From an optimization exercise on the open Yosys and OpenROAD flow, aimed at small area, a short achievable clock period and few clock cycles per item; shortcuts taken in it are not production practice.
In this exercise RTL edits were held to simulation tests only and were not proved equivalent to the original.

==> flow/design.v (excerpt) <==
module sha256_core (
    input  wire         clk,
    input  wire         rst,         
    input  wire         in_valid,
    output wire         in_ready,
    input  wire         in_first,
    input  wire [511:0] in_block,    
    output wire         out_valid,
    output wire [255:0] out_digest   
);
Size in the first run: about 5,200 cells after synthesis, ~1,000 flip-flops, ~0.053 mm2 of cells after synthesis.
export LEC_CHECK = 0
export ABC_CLOCK_PERIOD_IN_PS = 3000
export CAP_MARGIN = 20
export CORE_MARGIN = 2
export CORE_UTILIZATION = 65
export CTS_CLUSTER_DIAMETER = 80
export CTS_CLUSTER_SIZE = 25
export SETUP_SLACK_MARGIN = 5
export SLEW_MARGIN = 20
create_clock -name core_clock -period 10.0 [get_ports {clk}]
standard.sh (not shown) runs the stock make flow with config.mk's settings and CLKGATE_MAP_FILE= SYNTH_SCRIPT=/design/flow/synth_recipe.tcl, a recipe that flattens the netlist after the stock synthesis.
==> flow/flow/run.sh <==
#!/bin/bash
# The standard ORFS layout (standard.sh), except that the port buffers that
# global placement inserts on every input and output use the smallest buffer
# cell instead of the resizer's default choice.
set -euo pipefail
bash standard.sh "BUFFER_PORTS_ARGS=-buffer_cell sky130_fd_sc_hd__buf_1" finish > standard.log 2>&1
The first run failed in global routing (5_1_grt).
Testbench counts at the start, summed over its fixed seeds: cycles 20,624, items 320.
Change:
Settings changed: CORE_UTILIZATION 65 to 55.
Result:
- The changed run ran to the end with no violations
- synthesized cell count does not change
- area after synthesis stays the same

* * *

== run B ==
The RTL this note starts from:
==> flow/design.v <==
module sha256_core (
    input  wire         clk,
    input  wire         rst,         
    input  wire         in_valid,
    output wire         in_ready,
    input  wire         in_first,
    input  wire [511:0] in_block,    
    output wire         out_valid,
    output wire [255:0] out_digest   
);
    localparam [255:0] IV = {32'h6a09e667, 32'hbb67ae85, 32'h3c6ef372, 32'ha54ff53a,
                             32'h510e527f, 32'h9b05688c, 32'h1f83d9ab, 32'h5be0cd19};
    function [31:0] rotr(input [31:0] x, input integer n);
        rotr = (x >> n) | (x << (32 - n));
    endfunction
    function [31:0] k_next(input [5:0] t);
        case (t)
            6'd0: k_next = 32'h71374491;
            6'd1: k_next = 32'hb5c0fbcf;
            6'd2: k_next = 32'he9b5dba5;
            6'd3: k_next = 32'h3956c25b;
            6'd4: k_next = 32'h59f111f1;
            6'd5: k_next = 32'h923f82a4;
            6'd6: k_next = 32'hab1c5ed5;
            6'd7: k_next = 32'hd807aa98;
            6'd8: k_next = 32'h12835b01;
            6'd9: k_next = 32'h243185be;
            6'd10: k_next = 32'h550c7dc3;
            6'd11: k_next = 32'h72be5d74;
            6'd12: k_next = 32'h80deb1fe;
            6'd13: k_next = 32'h9bdc06a7;
            6'd14: k_next = 32'hc19bf174;
            6'd15: k_next = 32'he49b69c1;
            6'd16: k_next = 32'hefbe4786;
            6'd17: k_next = 32'h0fc19dc6;
            6'd18: k_next = 32'h240ca1cc;
            6'd19: k_next = 32'h2de92c6f;
            6'd20: k_next = 32'h4a7484aa;
            6'd21: k_next = 32'h5cb0a9dc;
            6'd22: k_next = 32'h76f988da;
            6'd23: k_next = 32'h983e5152;
            6'd24: k_next = 32'ha831c66d;
            6'd25: k_next = 32'hb00327c8;
            6'd26: k_next = 32'hbf597fc7;
            6'd27: k_next = 32'hc6e00bf3;
            6'd28: k_next = 32'hd5a79147;
            6'd29: k_next = 32'h06ca6351;
            6'd30: k_next = 32'h14292967;
            6'd31: k_next = 32'h27b70a85;
            6'd32: k_next = 32'h2e1b2138;
            6'd33: k_next = 32'h4d2c6dfc;
            6'd34: k_next = 32'h53380d13;
            6'd35: k_next = 32'h650a7354;
            6'd36: k_next = 32'h766a0abb;
            6'd37: k_next = 32'h81c2c92e;
            6'd38: k_next = 32'h92722c85;
            6'd39: k_next = 32'ha2bfe8a1;
            6'd40: k_next = 32'ha81a664b;
            6'd41: k_next = 32'hc24b8b70;
            6'd42: k_next = 32'hc76c51a3;
            6'd43: k_next = 32'hd192e819;
            6'd44: k_next = 32'hd6990624;
            6'd45: k_next = 32'hf40e3585;
            6'd46: k_next = 32'h106aa070;
            6'd47: k_next = 32'h19a4c116;
            6'd48: k_next = 32'h1e376c08;
            6'd49: k_next = 32'h2748774c;
            6'd50: k_next = 32'h34b0bcb5;
            6'd51: k_next = 32'h391c0cb3;
            6'd52: k_next = 32'h4ed8aa4a;
            6'd53: k_next = 32'h5b9cca4f;
            6'd54: k_next = 32'h682e6ff3;
            6'd55: k_next = 32'h748f82ee;
            6'd56: k_next = 32'h78a5636f;
            6'd57: k_next = 32'h84c87814;
            6'd58: k_next = 32'h8cc70208;
            6'd59: k_next = 32'h90befffa;
            6'd60: k_next = 32'ha4506ceb;
            6'd61: k_next = 32'hbef9a3f7;
            6'd62: k_next = 32'hc67178f2;
            6'd63: k_next = 32'h428a2f98;
            default: k_next = 32'h0;
        endcase
    endfunction
    function [31:0] ivw(input integer i);
        ivw = IV[255 - 32*i -: 32];
    endfunction
    function [31:0] add_bk(input [31:0] x, input [31:0] y);
        reg [31:0] gg, tt, G, T;
        integer lv, i;
        begin
            gg = x & y;
            tt = x ^ y;
            G  = gg;
            T  = tt;
            for (lv = 0; lv < 5; lv = lv + 1)
                for (i = 0; i < 32; i = i + 1)
                    if ((i % (2 << lv)) == (2 << lv) - 1) begin
                        G[i] = G[i] | (T[i] & G[i - (1 << lv)]);
                        T[i] = T[i] & T[i - (1 << lv)];
                    end
            for (lv = 3; lv >= 0; lv = lv - 1)
                for (i = 0; i < 32; i = i + 1)
                    if (i >= (3 << lv) - 1 && (i % (2 << lv)) == (1 << lv) - 1) begin
                        G[i] = G[i] | (T[i] & G[i - (1 << lv)]);
                        T[i] = T[i] & T[i - (1 << lv)];
                    end
            add_bk = tt ^ {G[30:0], 1'b0};
        end
    endfunction
    function [63:0] csa(input [31:0] x, input [31:0] y, input [31:0] z);
        csa = {x ^ y ^ z, ((x & y) | (x & z) | (y & z)) << 1};
    endfunction
    reg  [31:0] a, b, c, d, e, f, g, h;
    reg  [31:0] w [0:15];      
    reg  [31:0] ra [0:3];      
    reg  [31:0] re [0:3];      
    reg  [31:0] P, Q;          
    reg  [1:0]  ph;            
    reg  [5:0]  cnt;           
    reg         run;           
    reg         lpend;         
    reg         first_q;       
    reg         fiv;           
    reg  [3:0]  j;             
    reg         rdy;
    reg         ov;
    assign in_ready   = rdy;
    assign out_valid  = ov;
    assign out_digest = {ra[0], ra[3], ra[2], ra[1], re[0], re[3], re[2], re[1]};
    wire accept  = in_valid & rdy;
    wire loading = ~lpend & (~run | (cnt >= 6'd47));
    reg        run_n;
    reg  [5:0] cnt_n;
    reg  [3:0] j_n;
    reg        loading_n;
    always @* begin
        run_n = run;
        cnt_n = cnt;
        if (lpend) begin
            run_n = 1'b1;
            cnt_n = 6'd0;
        end else if (run) begin
            if (cnt == 6'd63) run_n = 1'b0;
            else              cnt_n = cnt + 6'd1;
        end
        j_n = (loading & in_valid & ~accept & ((j != 4'd0) | (ph == 2'd3))) ? j + 4'd1 : 4'd0;
        loading_n = ~accept & (~run_n | (cnt_n >= 6'd47));
    end
    always @(posedge clk) begin
        if (rst) begin
            ph    <= 2'd3;
            run   <= 1'b0;
            lpend <= 1'b0;
            cnt   <= 6'd63;
            j     <= 4'd0;
            rdy   <= 1'b0;
            ov    <= 1'b0;
        end else begin
            ph    <= ph + 2'd1;
            run   <= run_n;
            lpend <= accept;
            cnt   <= cnt_n;
            j     <= j_n;
            rdy   <= loading_n & (j_n == 4'd15);
            ov    <= run & (cnt == 6'd63);
        end
    end
    always @(posedge clk) begin
        if (accept) first_q <= in_first;
        if (lpend)  fiv     <= first_q;
    end
    wire [31:0] S1  = rotr(e, 6) ^ rotr(e, 11) ^ rotr(e, 25);
    wire [31:0] CH  = (e & f) ^ (~e & g);
    wire [31:0] S0  = rotr(a, 2) ^ rotr(a, 13) ^ rotr(a, 22);
    wire [31:0] MAJ = (a & b) ^ (a & c) ^ (b & c);
    wire        last  = run & (cnt == 6'd63);
    wire [31:0] z0    = last ? (fiv ? ivw(0) : ra[1]) : 32'd0;
    wire [31:0] z4    = last ? (fiv ? ivw(4) : re[1]) : 32'd0;
    wire [63:0] ce1 = csa(Q, z4, CH);
    wire [63:0] ce2 = csa(ce1[63:32], ce1[31:0], S1);
    wire [31:0] e_new = ce2[63:32] + ce2[31:0];
    wire [63:0] ca1 = csa(P, z0, CH);
    wire [63:0] ca2 = csa(S1, S0, MAJ);
    wire [63:0] ca3 = csa(ca1[63:32], ca1[31:0], ca2[31:0]);
    wire [63:0] ca4 = csa(ca3[63:32], ca3[31:0], ca2[63:32]);
    wire [31:0] a_new = ca4[63:32] + ca4[31:0];
    wire [31:0] init0 = first_q ? ivw(0) : ra[1];
    wire [31:0] init1 = first_q ? ivw(1) : ra[0];
    wire [31:0] init2 = first_q ? ivw(2) : ra[3];
    wire [31:0] init3 = first_q ? ivw(3) : ra[2];
    wire [31:0] init4 = first_q ? ivw(4) : re[1];
    wire [31:0] init5 = first_q ? ivw(5) : re[0];
    wire [31:0] init6 = first_q ? ivw(6) : re[3];
    wire [31:0] init7 = first_q ? ivw(7) : re[2];
    wire [31:0] ivA   = (cnt == 6'd61) ? ivw(3) : (cnt == 6'd62) ? ivw(2) : ivw(1);
    wire [31:0] ivE   = (cnt == 6'd61) ? ivw(7) : (cnt == 6'd62) ? ivw(6) : ivw(5);
    wire [31:0] sumA  = add_bk(a, fiv ? ivA : ra[0]);
    wire [31:0] sumE  = add_bk(e, fiv ? ivE : re[0]);
    wire        fin   = run & (cnt >= 6'd61);
    wire selI = lpend & (first_q | ~run);
    always @(posedge clk) begin
        a <= selI  ? init0 : a_new;
        b <= lpend ? (selI ? init1 : sumA) : a;
        c <= lpend ? init2 : b;
        d <= lpend ? init3 : c;
        e <= selI  ? init4 : e_new;
        f <= lpend ? (selI ? init5 : sumE) : e;
        g <= lpend ? init6 : f;
        h <= lpend ? init7 : g;
    end
    always @(posedge clk) begin
        ra[0] <= last ? a_new : ra[1];
        ra[1] <= ra[2];
        ra[2] <= ra[3];
        ra[3] <= fin ? sumA : ra[0];
        re[0] <= last ? e_new : re[1];
        re[1] <= re[2];
        re[2] <= re[3];
        re[3] <= fin ? sumE : re[0];
    end
    wire [31:0] opG  = lpend ? init7 : g;
    wire [31:0] opC  = lpend ? init3 : c;
    wire [31:0] kn   = k_next(cnt);
    wire [63:0] cp1  = csa(opG, kn, w[0]);
    wire [63:0] cq1  = csa(cp1[63:32], cp1[31:0], opC);
    always @(posedge clk) begin
        P <= cp1[63:32] + cp1[31:0];
        Q <= cq1[63:32] + cq1[31:0];
    end
    wire [31:0] sm0 = rotr(w[1], 7) ^ rotr(w[1], 18) ^ (w[1] >> 3);
    wire [31:0] sm1 = rotr(w[14], 17) ^ rotr(w[14], 19) ^ (w[14] >> 10);
    wire [63:0] cw1 = csa(sm1, w[9], sm0);
    wire [63:0] cw2 = csa(cw1[63:32], cw1[31:0], w[0]);
    wire [31:0] w_next = cw2[63:32] + cw2[31:0];
    wire [31:0] w_in = in_block[511 - 32*j -: 32];
    integer i;
    always @(posedge clk) begin
        for (i = 0; i < 15; i = i + 1)
            w[i] <= w[i + 1];
        w[15] <= loading ? w_in : w_next;
    end
endmodule
==> flow/config.mk <==
export PLATFORM = sky130hd
export DESIGN_NAME = sha256_core
export DESIGN_NICKNAME = sha256_core
export VERILOG_FILES = /design/flow/design.v
export SDC_FILE = /design/flow/constraint.sdc
export NUM_CORES = 4
export LEC_CHECK = 0
export ABC_CLOCK_PERIOD_IN_PS = 3000
export CAP_MARGIN = 20
export CORE_MARGIN = 2
export CORE_UTILIZATION = 40
export SETUP_SLACK_MARGIN = 5
export SLEW_MARGIN = 20
==> flow/constraint.sdc <==
create_clock -name core_clock -period 10.0 [get_ports {clk}]
set_input_delay 2.0000 -clock core_clock [delete_from_list [all_inputs] [get_ports {clk}]]
set_output_delay 2.0000 -clock core_clock [all_outputs]
set_load 0.01 [all_outputs]
Scripts as last shown in full above: flow/flow/run.sh
Run B finished all stages; the layout is clean.
Testbench counts of run B, summed over its fixed seeds: cycles 20,624, items 320.
Edits applied to the flow inputs when going from run B to run C:
==> flow/run.sh (new file) <==
#!/bin/bash
# synth_recipe.tcl (not shown) runs the flow's synth.tcl, then flattens the netlist and writes it again
# the make line also repeats each setting of config.mk as NAME=value (left out here)
make -C /OpenROAD-flow-scripts/flow DESIGN_CONFIG=/design/flow/config.mk WORK_HOME=/design/flow/orfs CLKGATE_MAP_FILE= SYNTH_SCRIPT=/design/flow/synth_recipe.tcl finish
removed: flow/flow/run.sh
removed: flow/standard.sh
## What came out
Run C reached the end of the flow, and the finished layout is clean on the timing, DRC and antenna checks.
Run B → run C: clock-pin slew on the worst setup and hold paths has remained practically unchanged; cell total after placement has remained practically unchanged; number of antenna repair diodes has decreased.
Compared to run B, run C has core utilization 3.4 points higher.
Iteration-0 DRC count of the detailed router deteriorates in run C relative to run B.
Looking at critical path startpoint, the e[1]$_DFF_P_ result is from run B; the cnt[5]$_SDFF_PP1_ one comes from run C.
In the flow results for run B and run C, the clock buffer count in the final layout is larger on run C.
| multi-input combinational cell count | run B vs run C | ≈ equal |
Diff run B and run C: worst-case hold slack higher in run C
Run B vs run C, critical path endpoint: a[31]$_DFF_P_ vs a[29]$_DFF_P_
Count of plain and timing-repair buffers in the layout: run B vs run C identical

port drivers added, routing unchanged:
The results above use ideal ports. As a check the final layouts listed here were re-extracted and re-timed, cells and wires unchanged.
Step 1 sets driving cells, clkbuf_16 on the clock port and buf_2 on the other inputs (assumed; they add their load-dependent delay and slew).
Step 2, shift: input delay + t, output delay - t, t = (earliest + latest rising clock arrival at the registers) / 2. This alone moves slack from input paths to output paths.
Three values: no drivers, after step 1, after step 2; two values: the first two.
run | t (ns) | slack for setup (ns) | worst setup path at the end | pins driven straight from the clock port
the second run of note 1 | 0.776 | 4.923 / 4.923 / 4.923 | register to register | 1
run B | 0.802 | 4.483 / 4.483 / 4.319 | input to register | 1
run C | 0.826 | 4.551 / 4.551 / 4.339 | input to register | 1
After both steps setup and hold are still met in every run listed. For run C, which loses most, drivers alone change the setup slack by 0.000 ns; drivers and shift together by -0.212 ns.
